From an optimization exercise on the open Yosys and OpenROAD flow, aimed at small area and a short achievable clock period; shortcuts taken in it are not production practice.
Only simulation tests tie the RTL to the original design; equivalence was not proved.
The flow treats the clock pin as an ideal source, which a real chip does not have.
No activity file was given, so power comes from the tool's default toggle rates.

== maple ==
Design sojor_arbiter, start of the top module:
module sojor_arbiter (
    input  wire        clk,
    input  wire        rst,         
    input  wire [6:0]  cfg_nth,     
    input  wire [7:0]  req,         
    input  wire [7:0]  live,        
    input  wire [7:0]  withdraw,    
    input  wire [31:0] flits,       
    input  wire        busy,        
    output reg  [7:0]  gnt,         
    output wire [2:0]  park,
    output wire        park_v,
    output wire [2:0]  hold_in,
    output wire        hold_v,
    output wire [3:0]  ratchet,     
    output wire [6:0]  gcount
);
    reg [2:0]  age_q  [0:7];
    reg [11:0] wait_q [0:7];
    reg [3:0]  rat_q;              
    reg [3:0]  len_q;              
    reg [2:0]  park_q;
    reg        park_v_q;
    reg [5:0]  gc_q;
    wire [7:0] ask     = req & live;
    wire       hv      = |rat_q;
    wire [7:0] park_oh = 8'd1 << park_q;
    wire       arb     = ~busy & ~hv;        
    wire [95:0] wait_v;
    wire [23:0] age_v;
    genvar gi;
    generate
        for (gi = 0; gi < 8; gi = gi + 1) begin : g_v
            assign wait_v[12*gi +: 12] = wait_q[gi];
            assign age_v[3*gi +: 3]    = age_q[gi];
        end
    endgenerate
    wire [7:0] wa, ww;
    sa_pick #(3)  u_pick_age  (.ask(ask), .v(age_v),  .win(wa));
    sa_pick #(12) u_pick_wait (.ask(ask), .v(wait_v), .win(ww));
    wire [6:0] gp     = {1'b0, gc_q} + 7'd1;
    wire       hit    = cfg_nth[6]          ? gp[6] :
                        cfg_nth[5:2] == 4'd0 ? gp >= 7'd4 :
  ...
Size in the first run: roughly 140 flip-flops, ~93 I/O pins.
==> module sojor_arbiter, before the edit <==
module sojor_arbiter (
    input  wire        clk,
    input  wire        rst,         
    input  wire [6:0]  cfg_nth,     
    input  wire [7:0]  req,         
    input  wire [7:0]  live,        
    input  wire [7:0]  withdraw,    
    input  wire [31:0] flits,       
    input  wire        busy,        
    output reg  [7:0]  gnt,         
    output wire [2:0]  park,
    output wire        park_v,
    output wire [2:0]  hold_in,
    output wire        hold_v,
    output wire [3:0]  ratchet,     
    output wire [6:0]  gcount
);
    reg [2:0]  age_q  [0:7];
    reg [11:0] wait_q [0:7];
    reg [3:0]  rat_q;              
    reg [3:0]  len_q;              
    reg [2:0]  park_q;
    reg        park_v_q;
    reg [5:0]  gc_q;
    wire [7:0] ask     = req & live;
    wire       hv      = |rat_q;
    wire [7:0] park_oh = 8'd1 << park_q;
    wire       arb     = ~busy & ~hv;        
    wire [95:0] wait_v;
    wire [23:0] age_v;
    genvar gi;
    generate
        for (gi = 0; gi < 8; gi = gi + 1) begin : g_v
            assign wait_v[12*gi +: 12] = wait_q[gi];
            assign age_v[3*gi +: 3]    = age_q[gi];
        end
    endgenerate
    wire [7:0] wa, ww;
    sa_pick #(3)  u_pick_age  (.ask(ask), .v(age_v),  .win(wa));
    sa_pick #(12) u_pick_wait (.ask(ask), .v(wait_v), .win(ww));
    wire [6:0] gp     = {1'b0, gc_q} + 7'd1;
    wire       hit    = cfg_nth[6]          ? gp[6] :
                        cfg_nth[5:2] == 4'd0 ? gp >= 7'd4 :
                                               gp >= {1'b0, cfg_nth[5:0]};
    wire [6:0] gc_inc = gp;
    wire [7:0] w_oh   = hit ? ww : wa;       
    wire       fw     = park_v_q && ask == park_oh;
    wire [7:0] g_arb  = w_oh & ~withdraw;    
    always @* begin
        if (rst || busy)
            gnt = 8'd0;
        else if (hv)
            gnt = ask & park_oh;
        else
            gnt = g_arb;
    end
    integer i;
    reg [2:0] g_idx;
    reg [3:0] g_flits;
    always @* begin
        g_idx   = 3'd0;
        g_flits = 4'd0;
        for (i = 0; i < 8; i = i + 1)
            if (w_oh[i]) begin
                g_idx   = g_idx | i[2:0];
                g_flits = g_flits | flits[4*i +: 4];
            end
    end
    wire       granted = |g_arb;
    wire [3:0] rat_inc = rat_q + 4'd1;
    wire [7:0] w_clr  = {8{arb}} & w_oh;                        
    wire [7:0] hold_k = {8{~busy & hv}} & park_oh;              
    wire [7:0] w_inc  = ask & ~w_clr & ~hold_k;
    wire [7:0] a_inc  = {8{arb}} & ask & ~w_oh;
    wire [95:0] wait_d;
    wire [23:0] age_d;
    generate
        for (gi = 0; gi < 8; gi = gi + 1) begin : g_cnt
            sa_count #(12) u_wait (.q(wait_q[gi]), .inc(w_inc[gi]), .clr(rst | w_clr[gi]),
                                   .d(wait_d[12*gi +: 12]));
            sa_count #(3)  u_age  (.q(age_q[gi]),  .inc(a_inc[gi]), .clr(rst | w_clr[gi]),
                                   .d(age_d[3*gi +: 3]));
        end
    endgenerate
    always @(posedge clk) begin
        for (i = 0; i < 8; i = i + 1) begin
            wait_q[i] <= wait_d[12*i +: 12];
            age_q[i]  <= age_d[3*i +: 3];
        end
        if (rst) begin
            rat_q    <= 4'd0;
            len_q    <= 4'd0;
            park_q   <= 3'd0;
            park_v_q <= 1'b0;
            gc_q     <= 6'd0;
        end else begin
            if (arb && ask != 8'd0 && !fw)
                gc_q <= hit ? 6'd0 : gc_inc[5:0];
            if (arb && granted) begin
                park_q   <= g_idx;
                park_v_q <= 1'b1;
                if (g_flits > 4'd1) begin
                    rat_q <= 4'd1;
                    len_q <= g_flits;
                end
            end
            if (!busy && hv && (ask & park_oh) != 8'd0)
                rat_q <= (rat_inc == len_q) ? 4'd0 : rat_inc;
        end
    end
    assign park    = park_q;
    assign park_v  = park_v_q;
    assign hold_in = park_q;
    assign hold_v  = hv;
    assign ratchet = rat_q;
    assign gcount  = {1'b0, gc_q};
endmodule
export LEC_CHECK = 0
export ABC_AREA = 1
export CAP_MARGIN = 20
export CORE_MARGIN = 2
export CORE_UTILIZATION = 40
export CTS_BUF_LIST = sky130_fd_sc_hd__clkbuf_4 sky130_fd_sc_hd__clkbuf_8
export SLEW_MARGIN = 20
create_clock -name core_clock -period 28.0 [get_ports {clk}]
standard.sh (not shown) runs the stock make flow with config.mk's settings and CLKGATE_MAP_FILE= SYNTH_SCRIPT=/design/flow/synth_recipe.tcl, a recipe that flattens the netlist after the stock synthesis.
==> flow/flow/run.sh <==
#!/bin/bash
# Own layout flow: the standard flow with three changes.
# 1. Synthesis is the standard one except for the ABC script that maps the
#    logic (flow/map.abc, an area-oriented mapping); registers are untouched.
# 2. Ports get plain buffers (buf_1) in place of the delay buffers that
#    buffer_ports picks by default.
# 3. After CTS, flow/post_cts.tcl upsizes cells on the slowest paths a little.
# Each tool's output goes to a log file of its own in this folder.
set -euo pipefail
W=$(pwd)
# synthesis script: synth_recipe.tcl with ABC's script replaced
{
  head -n 1 synth_recipe.tcl
  cat <<'EOT'
proc abc {args} {
  set i [lsearch -exact $args -script]
  if {$i >= 0} { set args [lreplace $args $i [expr {$i + 1}]] }
  set i [lsearch -exact $args -D]
  if {$i >= 0} { set args [lreplace $args $i [expr {$i + 1}]] }
  yosys abc -script $::env(FLOW_ABC_SCRIPT) {*}$args
}
EOT
  tail -n +2 synth_recipe.tcl
} > own_synth.tcl
export FLOW_ABC_SCRIPT=$W/flow/map.abc
sed "s|synth_recipe.tcl|own_synth.tcl|g" standard.sh > own_synth.sh
bash own_synth.sh synth > synth.log 2>&1
export BUFFER_PORTS_ARGS="-buffer_cell sky130_fd_sc_hd__buf_1"
export POST_CTS_TCL=$W/flow/post_cts.tcl
bash standard.sh > standard.log 2>&1
==> flow/flow/map.abc <==
strash; &get -n; &fraig -x; &put; scorr; dc2; strash; &get -n; &syn3; &dch -f; &nf; &put
==> flow/flow/post_cts.tcl <==
# Upsize cells (and swap pins) on the slowest paths, aiming a little above the
# worst slack after CTS, then legalize the placement again.
log_cmd estimate_parasitics -placement
set wns [worst_slack -max]
set margin [expr {$wns + 0.7}]
puts "post_cts: worst slack $wns, sizing to margin $margin"
log_cmd repair_timing -setup -setup_margin $margin -sequence "sizeup,swap" -verbose
set result [catch { detailed_placement } msg]
if { $result != 0 } {
  error "Detailed placement failed after post-CTS sizing: $msg"
}
check_placement -verbose
log_cmd estimate_parasitics -placement
puts "post_cts: worst slack now [worst_slack -max]"
[inputs] pine vs maple
==> flow/design.v, changed modules only <==
module sojor_arbiter (
    input  wire        clk,
    input  wire        rst,         
    input  wire [6:0]  cfg_nth,     
    input  wire [7:0]  req,         
    input  wire [7:0]  live,        
    input  wire [7:0]  withdraw,    
    input  wire [31:0] flits,       
    input  wire        busy,        
    output reg  [7:0]  gnt,         
    output wire [2:0]  park,
    output wire        park_v,
    output wire [2:0]  hold_in,
    output wire        hold_v,
    output wire [3:0]  ratchet,     
    output wire [6:0]  gcount
);
    reg [2:0]  age_q  [0:7];
    reg [11:0] wait_q [0:7];
    reg [3:0]  rat_q;              
    reg [3:0]  len_q;              
    reg [2:0]  park_q;
    reg        park_v_q;
    reg [5:0]  gc_q;
    function ge7(input [6:0] a, input [6:0] b);
        integer k;
        reg r;
        begin
            r = 1'b1;
            for (k = 0; k < 7; k = k + 1)
                r = (a[k] & ~b[k]) | (a[k] & r) | (~b[k] & r);
            ge7 = r;
        end
    endfunction
    wire [7:0] ask     = req & live;
    wire       hv      = |rat_q;
    wire [7:0] park_oh = 8'd1 << park_q;
    wire       arb     = ~busy & ~hv;        
    wire [95:0] wait_v;
    wire [23:0] age_v;
    genvar gi;
    generate
        for (gi = 0; gi < 8; gi = gi + 1) begin : g_v
            assign wait_v[12*gi +: 12] = wait_q[gi];
            assign age_v[3*gi +: 3]    = age_q[gi];
        end
    endgenerate
    wire [7:0] wa, ww;
    sa_pick #(3)  u_pick_age  (.ask(ask), .v(age_v),  .win(wa));
    sa_pick #(12) u_pick_wait (.ask(ask), .v(wait_v), .win(ww));
    wire [6:0] gp     = {1'b0, gc_q} + 7'd1;
    wire [6:0] thr    = {cfg_nth[6], cfg_nth[5:0] & {6{~cfg_nth[6]}}};
    wire       hit    = ge7(gp, thr) & (|gp[6:2]);
    wire [6:0] gc_inc = gp;
    wire [7:0] w_oh   = hit ? ww : wa;       
    wire       fw     = park_v_q && ask == park_oh;
    wire [7:0] g_arb  = w_oh & ~withdraw;    
    always @* begin
        if (rst || busy)
            gnt = 8'd0;
        else if (hv)
            gnt = ask & park_oh;
        else
            gnt = g_arb;
    end
    integer i;
    reg [2:0] g_idx;
    reg [3:0] g_flits;
    always @* begin
        g_idx   = 3'd0;
        g_flits = 4'd0;
        for (i = 0; i < 8; i = i + 1)
            if (w_oh[i]) begin
                g_idx   = g_idx | i[2:0];
                g_flits = g_flits | flits[4*i +: 4];
            end
    end
    wire       granted = |g_arb;
    wire [3:0] rat_inc = rat_q + 4'd1;
    wire [7:0] w_clr  = {8{arb}} & w_oh;                        
    wire [7:0] hold_k = {8{~busy & hv}} & park_oh;              
    wire [7:0] w_inc  = ask & ~w_clr & ~hold_k;
    wire [7:0] a_inc  = {8{arb}} & ask & ~w_oh;
    wire [95:0] wait_d;
    wire [23:0] age_d;
    generate
        for (gi = 0; gi < 8; gi = gi + 1) begin : g_cnt
            sa_count #(12) u_wait (.q(wait_q[gi]), .inc(w_inc[gi]), .clr(rst | w_clr[gi]),
                                   .d(wait_d[12*gi +: 12]));
            sa_count #(3)  u_age  (.q(age_q[gi]),  .inc(a_inc[gi]), .clr(rst | w_clr[gi]),
                                   .d(age_d[3*gi +: 3]));
        end
    endgenerate
    always @(posedge clk) begin
        for (i = 0; i < 8; i = i + 1) begin
            wait_q[i] <= wait_d[12*i +: 12];
            age_q[i]  <= age_d[3*i +: 3];
        end
        if (arb && granted && g_flits > 4'd1)
            len_q <= g_flits;
        if (rst) begin
            rat_q    <= 4'd0;
            park_q   <= 3'd0;
            park_v_q <= 1'b0;
            gc_q     <= 6'd0;
        end else begin
            if (arb && ask != 8'd0 && !fw)
                gc_q <= hit ? 6'd0 : gc_inc[5:0];
            if (arb && granted) begin
                park_q   <= g_idx;
                park_v_q <= 1'b1;
                if (g_flits > 4'd1)
                    rat_q <= 4'd1;
            end
            if (!busy && hv && (ask & park_oh) != 8'd0)
                rat_q <= (rat_inc == len_q) ? 4'd0 : rat_inc;
        end
    end
    assign park    = park_q;
    assign park_v  = park_v_q;
    assign hold_in = park_q;
    assign hold_v  = hv;
    assign ratchet = rat_q;
    assign gcount  = {1'b0, gc_q};
endmodule
Notes after the runs:
pine ended up with a higher share of cells above drive strength 1 than maple did.
Delta(number of cells produced by synthesis, pine - maple) < 0
pine vs. maple: maximum clock rate was more or less identical, final standard cell count with taps included and fillers excluded went down.
Of pine and maple, the lower maximum number of pins on one net before global-route repair belongs to pine.
Going from maple to pine, minimum clock period after layout shrinks by 0.0078 ns.
From maple to pine the numbers moved as follows: switching portion of total power now smaller, multi-input logic area now larger, max-cap violation count comparable.

static timing again, ports no longer ideal:
In the flow no input, the clock included, has a driving cell. The finished layouts below were timed again as built, in two steps. Step 1: set_driving_cell puts a clkbuf_16 on clk and a buf_2 on each other input, an assumption about the parent block. Step 2 times the ports against the registers' clock, not the clock port: input delays grow and output delays shrink by t, the midpoint of the rising clock arrivals with the driver on. Three values: ideal, step 1, step 2; two values: the first two.
run | t, ns | setup WS [ns] | worst slew at a driven data input, ns
maple | 0.489 | 13.100 / 13.077 / 13.077 | 0.04
pine | 0.497 | 13.107 / 13.088 / 13.088 | 0.05
After both steps every run listed still meets setup and hold. For maple, which loses most, drivers alone change the setup slack by -0.023 ns; drivers and shift together by -0.023 ns.
